This design comes from an exercise in tuning for small area, a short achievable clock period and few clock cycles per item on the open sky130 flow, not from production work. Only simulation tests tie the RTL to the original design; equivalence was not proved.

==> flow/design.v <==
module chard_chain (
    input  wire [11:0] a,           
    input  wire [11:0] b,           
    input  wire [11:0] c,           
    input  wire [11:0] x,           
    input  wire        fl,          
    input  wire [5:0]  h,           
    input  wire [5:0]  m,           
    input  wire        qnz,         
    input  wire [3:0]  qk,          
    input  wire        d12,         
    output wire [11:0] recon,       
    output wire [12:0] v            
);
    wire        [12:0] z   = {1'b0, x} + {7'd0, h};
    wire signed [13:0] zm  = $signed({2'b00, x}) - $signed({8'd0, h});
    wire signed [13:0] e3  = $signed({2'b00, x}) + $signed({2'b00, c}) - $signed({2'b00, b});
    wire               cb  = c >= b;
    wire               xb  = x < b;
    wire        [5:0]  bc  = b[5:0] - c[5:0];
    wire gt_ab = a > b;
    wire gt_ac = a > c;
    wire gt_ax = a > x;
    wire gt_ae = $signed({2'b00, a}) > e3;
    wire sel_m = !fl && (cb ? gt_ac : !gt_ac);
    wire sel_b = !fl && !sel_m && (cb ? gt_ab : !gt_ab);
    wire neg   = sel_m ? gt_ae : sel_b ? xb : gt_ax;    
    wire [5:0] plo = (sel_m ? (a[5:0] + bc) : sel_b ? b[5:0] : a[5:0]) & m;
    wire [5:0] zlo = z[5:0] & m;
    wire       bor = {1'b0, zlo} < ({1'b0, plo} + {6'd0, neg & qnz});
    wire [12:0] zhi  = z & ~{7'd0, m};
    wire [13:0] zmhi = zm & ~{8'd0, m};
    wire        z_ovf  = d12 ? z[12] : (z[12] | z[11] | z[10]);
    wire        zm_neg = zm[13];
    wire [11:0] maxv = d12 ? 12'd4095 : 12'd1023;
    assign recon = bor ? (zm_neg ? 12'd0 : (zmhi[11:0] | {6'd0, plo}))
                       : (z_ovf ? maxv : (zhi[11:0] | {6'd0, plo}));
    wire [11:0] pred = sel_m ? (a + b - c) : sel_b ? b : a;
    wire signed [13:0] t = $signed({1'b0, z}) - $signed({2'b00, pred}) - $signed({13'd0, neg & qnz});
    wire signed [14:0] w = {t & ~{8'd0, m}, 1'b0};
    wire signed [14:0] ws = w >>> qk;
    assign v = ws[12:0] ^ {13{t[13]}};
endmodule
module chard_unit_coder (
    input  wire         clk,
    input  wire         rst,
    input  wire         start,
    input  wire [1:0]   mode,         
    input  wire         d12,          
    input  wire         first_line,   
    input  wire         first_unit,   
    input  wire [3:0]   sp,           
    input  wire [15:0]  allow,        
    input  wire [11:0]  left,         
    input  wire [11:0]  above_left,   
    input  wire [383:0] above,        
    input  wire [383:0] samples,      
    output reg          done,
    output reg  [3:0]   hdr,
    output reg          lvl,
    output reg  [15:0]  size,
    output reg  [3:0]   sp_next,
    output wire [383:0] recon
);
    localparam N  = 2;              
    localparam B  = 32 / N;         
    localparam JW = 5;              
    localparam S_IDLE = 2'd0,       
               S_RUN  = 2'd1,       
               S_EXD  = 2'd2,       
               S_FBD  = 2'd3;       
    wire exact = (mode == 2'd0);
    reg [2:0] q_max, fb_bits1, fb_bits2;
    always @(*) begin
        case ({d12, mode})
            3'b001:  begin q_max = 3'd2; fb_bits1 = 3'd4; fb_bits2 = 3'd4; end
            3'b010:  begin q_max = 3'd3; fb_bits1 = 3'd3; fb_bits2 = 3'd3; end
            3'b011:  begin q_max = 3'd4; fb_bits1 = 3'd2; fb_bits2 = 3'd2; end
            3'b101:  begin q_max = 3'd4; fb_bits1 = 3'd6; fb_bits2 = 3'd4; end
            3'b110:  begin q_max = 3'd5; fb_bits1 = 3'd5; fb_bits2 = 3'd3; end
            3'b111:  begin q_max = 3'd6; fb_bits1 = 3'd4; fb_bits2 = 3'd2; end
            default: begin q_max = 3'd0; fb_bits1 = 3'd0; fb_bits2 = 3'd0; end
        endcase
    end
    function [2:0] qof(input [1:0] p, input [2:0] qm);
        reg [3:0] qi;
        begin
            qi  = {1'b0, qm} + {2'b00, p};
            qof = (qi >= 4'd3) ? qi[2:0] - 3'd3 : 3'd0;
        end
    endfunction
    function [15:0] ksof(input [2:0] q, input [3:0] spv, input d);
        integer kd, kt, km;
        begin
            km = (d ? 13 : 11) - q;
            for (kd = 0; kd < 4; kd = kd + 1) begin
                kt = spv - q - 1 + kd;
                if (kt < 0)  kt = 0;
                if (kt > km) kt = km;
                ksof[4*kd +: 4] = kt[3:0];
            end
        end
    endfunction
    wire [2:0]  qs [0:3];
    wire [15:0] ks [0:3];
    genvar pp;
    generate
        for (pp = 0; pp < 4; pp = pp + 1) begin : cand
            assign qs[pp] = exact ? 3'd0 : qof(pp, q_max);
            assign ks[pp] = exact ? 16'h3210 : ksof(qs[pp], sp, d12);
        end
    endgenerate
    wire [3:0] viable;
    assign viable[0] = ({7'd0, ks[0][3:0], 5'd0} + 16'd36 <= allow);
    assign viable[1] = ({7'd0, ks[1][3:0], 5'd0} + 16'd36 <= allow) && (qs[1] != qs[0]);
    assign viable[2] = ({7'd0, ks[2][3:0], 5'd0} + 16'd36 <= allow) && (qs[2] != qs[1]);
    assign viable[3] = ({7'd0, ks[3][3:0], 5'd0} + 16'd36 <= allow) && (qs[3] != qs[2]);
    function [2:0] nextof(input [1:0] p, input [3:0] vm);
        reg [3:0] nv;
        begin
            nv = vm & ((p == 2'd0) ? 4'b1110 : (p == 2'd1) ? 4'b1100 :
                       (p == 2'd2) ? 4'b1000 : 4'b0000);
            nextof = {|nv, nv[1] ? 2'd1 : nv[2] ? 2'd2 : 2'd3};
        end
    endfunction
    reg [1:0]    st;
    reg [1:0]    p;                 
    reg [JW-1:0] j;                 
    reg [1:0]    g;                 
    reg          ex_r, d12_r, fl_r;
    reg [12*N-1:0] xpf, bpf;        
    reg [11:0]   c0;                
    reg [11:0]   prev;              
    reg [17:0]   T;                 
    reg [59:0]   C;                 
    reg [383:0]  sr;                
    reg [9:0]    eb_size;           
    reg [3:0]    eb_k;
    reg [5:0]    lp_h, lp_m;
    reg          lp_qnz;
    reg [3:0]    lp_qk;
    reg [3:0]    dp_kb;             
    reg [3:0]    dp_qk;             
    reg [7:0]    dp_off;            
    reg [3:0]    dp_kv;             
    reg          dp_hn;             
    reg [1:0]    dp_pn;             
    wire chk = (j == B[JW-1:0]);
    wire [2:0] nx_first = nextof(2'd0, {viable[3:1], 1'b0});
    wire       any_viable = viable[0] | nx_first[2];
    wire [1:0] p_first = viable[0] ? 2'd0 : nx_first[1:0];
    reg  [1:0]  lq;
    wire [2:0]  lq_q  = qs[lq];
    wire [15:0] lq_ks = ks[lq];
    wire [1:0]  dq = chk ? dp_pn : p;
    wire [2:0]  dq_q  = qs[dq];
    wire [15:0] dq_ks = ks[dq];
    wire [2:0]  dq_nx = nextof(dq, viable);
    wire [3:0]  dq_o1 = dq_ks[7:4] - dq_ks[3:0];
    wire [3:0]  dq_o2 = dq_ks[11:8] - dq_ks[3:0];
    wire [3:0]  dq_o3 = dq_ks[15:12] - dq_ks[3:0];
    wire [11:0] half = d12 ? 12'd2048 : 12'd512;
    wire [11:0] b0   = above[11:0];
    wire [11:0] a_init = first_unit ? (first_line ? half : b0) : left;
    wire [11:0] c_init = first_unit ? b0 : above_left;
    wire [12*N-1:0] rec;
    wire [13*N-1:0] vv;
    genvar l;
    generate
        for (l = 0; l < N; l = l + 1) begin : lane
            wire [11:0] a_in = (l == 0) ? prev : rec[12*(l-1) +: 12];
            wire [11:0] c_in = (l == 0) ? c0 : bpf[12*(l-1) +: 12];
            chard_chain u_step (
                .a     (a_in),
                .b     (bpf[12*l +: 12]),
                .c     (c_in),
                .x     (xpf[12*l +: 12]),
                .fl    (fl_r),
                .h     (lp_h),
                .m     (lp_m),
                .qnz   (lp_qnz),
                .qk    (lp_qk),
                .d12   (d12_r),
                .recon (rec[12*l +: 12]),
                .v     (vv[13*l +: 13])
            );
        end
    endgenerate
    reg [17:0] vsum;
    reg [29:0] vcnt;                
    integer li, bi;
    always @(*) begin
        vsum = 18'd0;
        vcnt = 30'd0;
        for (li = 0; li < N; li = li + 1) begin
            vsum = vsum + {5'd0, vv[13*li +: 13]};
            for (bi = 0; bi < 10; bi = bi + 1)
                vcnt[3*bi +: 3] = vcnt[3*bi +: 3] + {2'd0, vv[13*li + bi]};
        end
    end
    wire [3:0]  kbase = ex_r ? {g, 2'b00} : dp_kb;
    wire [5:0]  C0 = C[5:0], C1 = C[11:6], C2 = C[17:12], C3 = C[23:18];
    wire [7:0]  L1 = {2'd0, C0};
    wire [7:0]  L2 = L1 + {1'd0, C1, 1'b0};
    wire [7:0]  L3 = L2 + {C2, 2'b00};
    wire [8:0]  L4 = {1'b0, L3} + {C3, 3'b000};
    wire [17:0] T1 = (T - {10'd0, L1}) >> 1;
    wire [17:0] T2 = (T - {10'd0, L2}) >> 2;
    wire [17:0] T3 = (T - {10'd0, L3}) >> 3;
    wire [17:0] T4 = (T - {9'd0, L4}) >> 4;
    wire [18:0] kb32 = {10'd0, kbase, 5'd0} + 19'd36;
    wire [18:0] sz0 = {1'b0, T}  + kb32;
    wire [18:0] sz1 = {1'b0, T1} + kb32 + 19'd32;
    wire [18:0] sz2 = {1'b0, T2} + kb32 + 19'd64;
    wire [18:0] sz3 = {1'b0, T3} + kb32 + 19'd96;
    wire [3:0]  dmax = d12_r ? 4'd10 : 4'd8;    
    reg  [7:0]  off;
    reg  [3:0]  kvalid;
    reg  [75:0] szk;                
    integer kd;
    always @(*) begin
        for (kd = 0; kd < 4; kd = kd + 1) begin
            if (ex_r) begin
                off[2*kd +: 2] = kd;
                kvalid[kd] = ({g, 2'b00} + kd) <= dmax;
            end else begin
                off[2*kd +: 2] = dp_off[2*kd +: 2];
                kvalid[kd] = dp_kv[kd];
            end
            case (off[2*kd +: 2])
                2'd0: szk[19*kd +: 19] = sz0;
                2'd1: szk[19*kd +: 19] = sz1;
                2'd2: szk[19*kd +: 19] = sz2;
                default: szk[19*kd +: 19] = sz3;
            endcase
            if (!kvalid[kd]) szk[19*kd +: 19] = 19'h7FFFF;
        end
    end
    wire [18:0] s0 = szk[18:0], s1 = szk[37:19], s2 = szk[56:38], s3 = szk[75:57];
    wire        w01 = s1 < s0;
    wire        w23 = s3 < s2;
    wire [18:0] m01 = w01 ? s1 : s0;
    wire [18:0] m23 = w23 ? s3 : s2;
    wire        wf  = m23 < m01;
    wire [18:0] best_sz = wf ? m23 : m01;
    wire [1:0]  best_kd = wf ? {1'b1, w23} : {1'b0, w01};
    wire        fits = best_sz <= {3'd0, allow};
    wire [9:0]  g_sat = (best_sz > 19'd1023) ? 10'd1023 : best_sz[9:0];
    wire        g_take = (st == S_RUN) || (g_sat < eb_size);
    wire [9:0]  e_size = g_take ? g_sat : eb_size;
    wire [3:0]  e_k    = g_take ? {g, best_kd} : eb_k;
    wire [9:0]  raw_size = d12_r ? 10'd388 : 10'd324;
    wire        e_raw  = (e_size >= raw_size);
    wire [15:0] fb1_size = 16'd4 + {15'd0, d12} + {8'd0, fb_bits1, 5'd0};
    wire [15:0] fb2_size = 16'd4 + {15'd0, d12} + {8'd0, fb_bits2, 5'd0};
    wire        use_deep = d12 && (fb1_size > allow);
    wire [2:0]  dec_fb   = use_deep ? fb_bits2 : fb_bits1;
    wire [3:0]  fb_s     = (d12 ? 4'd12 : 4'd10) - {1'b0, dec_fb};
    wire [11:0] fb_keep  = exact ? 12'hFFF : (12'hFFF << fb_s);
    wire [11:0] fb_half  = exact ? 12'h000 : (12'd1 << (fb_s - 4'd1));
    wire running = (st == S_RUN);
    wire fr_ok   = running && chk && !ex_r && fits;
    wire fr_fail = running && (j != {JW{1'b0}}) && !ex_r && !fits;
    wire fb_done = (fr_fail && !dp_hn) || (st == S_FBD);
    wire ex_done = (st == S_EXD) && (g == 2'd2);
    always @(*) begin
        done    = fr_ok || fb_done || ex_done;
        hdr     = 4'hF;
        lvl     = 1'b0;
        size    = use_deep ? fb2_size : fb1_size;
        sp_next = sp;
        if (fr_ok) begin
            hdr     = {p, best_kd};
            size    = best_sz[15:0];
            sp_next = dp_qk + {2'd0, dp_off[2*best_kd +: 2]};
        end else if (ex_r) begin
            hdr  = e_raw ? 4'hF : e_k;
            size = e_raw ? {6'd0, raw_size} : {6'd0, e_size};
        end else
            lvl  = use_deep;
    end
    genvar si;
    generate
        for (si = 0; si < 32; si = si + 1) begin : rsel
            assign recon[12*si +: 12] = fr_ok ? sr[12*si +: 12]
                                              : ((samples[12*si +: 12] & fb_keep) | fb_half);
        end
    endgenerate
    reg  [JW-1:0] jn;
    always @(*) begin
        if (st != S_RUN)
            jn = 0;
        else if (chk)
            jn = 1;
        else if (fr_fail)
            jn = 0;
        else if (j == B - 1)
            jn = 0;
        else
            jn = j + 1'b1;
    end
    always @(*) begin
        if (st != S_RUN)
            lq = p_first;
        else
            lq = dp_pn;
    end
    wire load_lp = (st == S_IDLE) || (running && !chk && (fr_fail || j == B - 1));
    wire load_dp = running && (j == 0 || chk);
    integer pi;
    always @(posedge clk) begin
        for (pi = 0; pi < N; pi = pi + 1) begin
            xpf[12*pi +: 12] <= samples[12*(N*jn[JW-2:0] + pi) +: 12];
            bpf[12*pi +: 12] <= above[12*(N*jn[JW-2:0] + pi) +: 12];
        end
        if (jn == 0) begin
            prev <= a_init;
            c0   <= c_init;
        end else begin
            prev <= rec[12*(N-1) +: 12];
            c0   <= bpf[12*(N-1) +: 12];
        end
        sr <= {rec, sr[383:12*N]};
        if (st == S_IDLE) begin
            ex_r  <= exact;
            d12_r <= d12;
            fl_r  <= first_line;
        end
        if (load_lp) begin
            lp_h   <= (lq_q == 3'd0) ? 6'd0 : (6'd1 << (lq_q - 3'd1));
            lp_m   <= ~(6'h3F << lq_q);
            lp_qnz <= (lq_q != 3'd0);
            lp_qk  <= {1'b0, lq_q} + lq_ks[3:0];
        end
        if (load_dp) begin
            dp_kb  <= dq_ks[3:0];
            dp_qk  <= {1'b0, dq_q} + dq_ks[3:0];
            dp_off <= {dq_o3[1:0], dq_o2[1:0], dq_o1[1:0], 2'b00};
            dp_kv  <= (dq == 2'd3) ? 4'b0111 : 4'b1111;
            dp_hn  <= dq_nx[2];
            dp_pn  <= dq_nx[1:0];
        end
        if (ex_r && (chk || st == S_EXD)) begin
            T <= T4[17:0];
            C <= {24'd0, C[59:24]};
        end else if (j == 0 || chk) begin
            T <= vsum;
            for (pi = 0; pi < 10; pi = pi + 1)
                C[6*pi +: 6] <= {3'd0, vcnt[3*pi +: 3]};
        end else begin
            T <= T + vsum;
            for (pi = 0; pi < 10; pi = pi + 1)
                C[6*pi +: 6] <= C[6*pi +: 6] + {3'd0, vcnt[3*pi +: 3]};
        end
        if (rst) begin
            st <= S_IDLE;
            j  <= 0;
            g  <= 2'd0;
            p  <= 2'd0;
        end else begin
            case (st)
                S_IDLE: begin
                    j <= 0;
                    g <= 2'd0;
                    if (start) begin
                        if (exact) begin
                            p  <= 2'd0;
                            st <= S_RUN;
                        end else if (any_viable) begin
                            p  <= p_first;
                            st <= S_RUN;
                        end else
                            st <= S_FBD;
                    end
                end
                S_RUN: begin
                    if (chk) begin
                        if (ex_r) begin
                            eb_size <= e_size;
                            eb_k    <= e_k;
                            g  <= 2'd1;
                            st <= S_EXD;
                        end else if (fits || !dp_hn)
                            st <= S_IDLE;
                        else begin
                            p <= dp_pn;
                            j <= 1;
                        end
                    end else if (fr_fail) begin
                        if (dp_hn) begin
                            p <= dp_pn;
                            j <= 0;
                        end else
                            st <= S_IDLE;
                    end else
                        j <= j + 1'b1;
                end
                S_EXD: begin
                    eb_size <= e_size;
                    eb_k    <= e_k;
                    g <= g + 2'd1;
                    if (g == 2'd2)
                        st <= S_IDLE;
                end
                default: st <= S_IDLE;
            endcase
        end
    end
endmodule
==> flow/run.sh <==
#!/bin/bash
# synth_recipe.tcl (not shown) runs the flow's synth.tcl, then flattens the netlist and writes it again
# the make line also repeats each setting of config.mk as NAME=value (left out here)
make -C /OpenROAD-flow-scripts/flow DESIGN_CONFIG=/design/flow/config.mk WORK_HOME=/design/flow/orfs CLKGATE_MAP_FILE= SYNTH_SCRIPT=/design/flow/synth_recipe.tcl finish
==> flow/config.mk <==
export PLATFORM = sky130hd
export DESIGN_NAME = chard_unit_coder
export DESIGN_NICKNAME = chard_unit_coder
export VERILOG_FILES = /design/flow/design.v
export SDC_FILE = /design/flow/constraint.sdc
export NUM_CORES = 4
export LEC_CHECK = 0
export CAP_MARGIN = 20
export CELL_PAD_IN_SITES_DETAIL_PLACEMENT = 2
export CELL_PAD_IN_SITES_GLOBAL_PLACEMENT = 4
export CORE_MARGIN = 2
export CORE_UTILIZATION = 25
export SLEW_MARGIN = 20
==> flow/constraint.sdc <==
create_clock -name core_clock -period 24.0 [get_ports {clk}]
set_input_delay 4.8000 -clock core_clock [delete_from_list [all_inputs] [get_ports {clk}]]
set_output_delay 4.8000 -clock core_clock [all_outputs]
set_load 0.01 [all_outputs]
==> results.toml <==
[status]
status = "timing/DRC/antenna clean"

[worst_setup_path]
worst_setup_path_end_kind = "primary output"
cp.required_ns = 19.20
reg2regPathDepth = 84
slowest_stage = "sky130_fd_sc_hd__clkinv_1"
slowest_delay_ns = 0.97
worstSetupStartpointType = "flop"
timing_worst_setup_path_type = "flop to primary output"
worst-endpoint-arrival_ns = 18.09
timing.critical_path.mode_cell = "sky130_fd_sc_hd__ha_1"
path_max_fanout = 26

[logic_synthesis]
syn_inst = 8193
adder_cell_fraction_of_synth_area_pct = 17.3
ys_dominant_reg_cell = "sky130_fd_sc_hd__dfxtp_1"
synth-edff-count = 51
synth_top_area_share_pct = 18.7
synth_compound_gate_area_share_pct = 26.0
synth-xor-area-share_pct = 5.26
dominant_combinational_cell_family_by_area_after_synthesis = "compound AO/OA/AOI/OAI gates"
synth_sequential_area_ratio_pct = 21.4
synth-simple-area-share_pct = 21.3
most_frequent_cell_after_synthesis = "sky130_fd_sc_hd__nand2_1"
synth_async_sr_flop_share_pct = 0
ys_top_cells_by_area = "sky130_fd_sc_hd__dfxtp_1, sky130_fd_sc_hd__ha_1, sky130_fd_sc_hd__nand2_1"
synthTopCellsByCount = "sky130_fd_sc_hd__nand2_1, sky130_fd_sc_hd__a21oi_1, sky130_fd_sc_hd__ha_1"
multiplexer_fraction_of_the_synthesized_cell_area_pct = 2.60
synth.ff_latch_count = 596
syn-cell-area_sq_mm = 0.0582
synth.largest_area_cell = "sky130_fd_sc_hd__dfxtp_1"
synth_warnings = 1
synth.avg_cell_area_sq_um = 7.11
yosys.cell_types.count = 93

[layout]
final.fill_count = 27000
final_layout_size_suffix_gt1_share_pct = 5.62
layout.core_utilization_pct = 33.7
syn_to_final_growth_pct = 34.2
final_nets = 10900

[floorplan]
std_cell_rows = 177
io_pins = 1230
coreArea_sq_mm = 0.232
starting_density_pct = 25.1
design.die.area_sq_mm = 0.237
die_h_microns = 487
die_w_microns = 487

[global_route]
grt_start_max_net_pins = 133
grt_overflow_total = 0
vias_in_the_first_global_route = 72100
grt.total_usage_pct = 37.2
grt_antenna_before_repair = 132
grt_pass1_wl_microns = 615000

[clock_tree]
clockRootBuffer = "sky130_fd_sc_hd__clkbuf_16"
clk_pin_slew_worst_paths_ns = 0.06
clock_sinks = 596
worst_skew_pair_latency_ns = 0.77
tritoncts = "yes"
htree_num_levels = 3
tritoncts.num_buffers = 86
max-clock-path-buffers = 3

[placed_design]
detailed_place_hpwl_microns = 383000
placement.io_buffers = 1229
gp_congestion = 0.977

[min_path]
hold_depth = 0
hold_path.class = "flop to flop"

[timing]
slew_viol_final = 0
worst_clock_skew_ns = 0.0567
fin_crit_sh_pct = 95.4
fin_setup_tns_ns = 0
period_minus_slack_ns = 22.89
relSlewSlack_pct = 9.04
timing.fmax_mhz = 43.7
report.final.hold_viol_count = 0
rsz_0062_raised_after_global_routing = "no"
finalSetupViolations = 0
worst-slew-pin-transition_ns = 1.36

[route]
detailedRoute.firstPassIterationCount = 6
drt.antenna.violating_nets = 0
drt_wl_total_microns = 459000
first_iter_violations = 6167
detailroute.via_count = 70600
route.detailed.drc = 0
drt-wirelength-per-cell_microns = 36.8
route.detailed.vias_per_inst = 5.66

[run]
cap_violations = 0
sequential cells by signal (all words and copies together), names as in the netlist, 2 cells and up:
name	flops
prev	12
lp_h	6
eb_k	4
T	18
c0	12
C	60
eb_size	10
xpf	24
dp_qk	4
p	2
dp_off	6
lp_m	5
dp_pn	2
bpf	24
st	2
j	5
dp_kb	4
g	2
sr	384
lp_qk	4
critical path: cells and delay by family, from the launching register on:
kind	cells	cell delay (ns)
XOR/XNOR	2	0.76
AO/OA/AOI/OAI	19	4.83
multiplexers	2	0.67
AND/OR/NAND/NOR	23	5.73
buffers and inverters	8	2.57
adder cells (fa/ha/maj)	7	1.93
flip-flops	1	0.82
layout by cell type, fill, tap and decap left out, drive strengths merged, types with 58 or more instances in the layout:
cell           Yosys  layout
a211oi            59      59
a21o             141     141
a21oi           1180    1180
a31oi             63      63
and2              58      58
buf              122     226
clkbuf           342     117
clkdlybuf4s50      0    1228
dfxtp            545     545
diode              0      82
fa                60      60
ha               708     708
inv              447     450
mux2i            108     108
nand2           1600    1600
nand2b            63      63
nand3            141     141
nand4             61      61
nor2             413     413
nor2b             89      89
nor3             105     105
nor4             125     125
o21ai            717     717
xnor2            252     252
xor2              95      95
per-layer routing:
layer | part of all wire [%] | track usage, % | routed length, microns | vias to the layer above
met4 | 4.9 | 15.7 | 22600 | 20
met5 | 0.072 | 0 | 329 | -
met3 | 8.3 | 10.3 | 38000 | 536
li1 | - | - | - | 31000
met2 | 44 | 57.9 | 201000 | 2583
met1 | 43 | 48.0 | 197000 | 36500
repair_timing:
action / in CTS / in global routing
setup buffers: 0 / 0
endpoints found under the setup margin: 0 / 12
hold buffers: 0 / 0
gates resized for setup: 0 / 8
per-stage QoR:
stage               hold WS [ns]  instances  setup slack, ns  area, sq um
finish                     0.342      12500             1.11        78100
global route               0.348      12400           0.0137        78000
CTS                        0.339      12400            0.664        77800
detailed placement         0.338      12200             1.57        74700
global placement           0.333      12200             1.90        74600
floorplan                  0.331       8196             4.54        58200
worst paths after layout:
kind	start	slack, ns	endpoint
worst max-delay path	ex_r	1.11	hdr[3]
worst min-delay path	sr[125]	0.34	sr[101]
worst max register to register	xpf[1]	1.96	T[16]
worst min register to register	sr[125]	0.34	sr[101]
layout make-up:
cell class	count	area (sq um)	share of cell area, %
multi-input combinational	6681	42700	54.7
timing repair buffer	1454	14100	18.0
sequential	596	12400	15.9
tap	3043	3810	4.87
clock buffer	117	2490	3.19
inverter	455	1710	2.19
clock inverter	45	672	0.860
antenna	82	205	0.263
cell families (layout without fill, tap and decap cells):
logic type / Yosys count / after routing
adder cells (fa/ha/maj): 768 / 768
other: 1 / 86
AO/OA/AOI/OAI: 2606 / 2606
multiplexers: 138 / 138
XOR/XNOR: 348 / 348
flip-flops: 596 / 596
AND/OR/NAND/NOR: 2817 / 2817
buffers and inverters: 919 / 2071
Testbench counts, summed over its fixed seeds: cycles 179,633, units 8,192.

## afterwards: timing with drivers on the ports
The flow's constraints put no driver on any port. The routed layout listed below was extracted and timed again, unchanged, in two steps.
Step 1 (the two cells are an assumption about what drives the block):
set clk [get_ports {clk}]
set_driving_cell -lib_cell sky130_fd_sc_hd__clkbuf_16 $clk
set_driving_cell -lib_cell sky130_fd_sc_hd__buf_2 [delete_from_list [all_inputs] $clk]
Step 2 times the ports against the registers' clock, not the clock port: input delays grow and output delays shrink by t, the midpoint of the rising clock arrivals with the driver on.
Slacks: ideal ports / drivers / drivers and shift; pairs: ideal ports / drivers.
shift t [ns]: 0.855
slack for setup (ns): 1.107 / 0.992 / 1.847
worst register clock-pin slew, ns: 0.07 / 0.07
After both steps this run still meets setup and hold. The setup slack of this run moves by -0.115 ns with the drivers and by +0.740 ns with both steps.
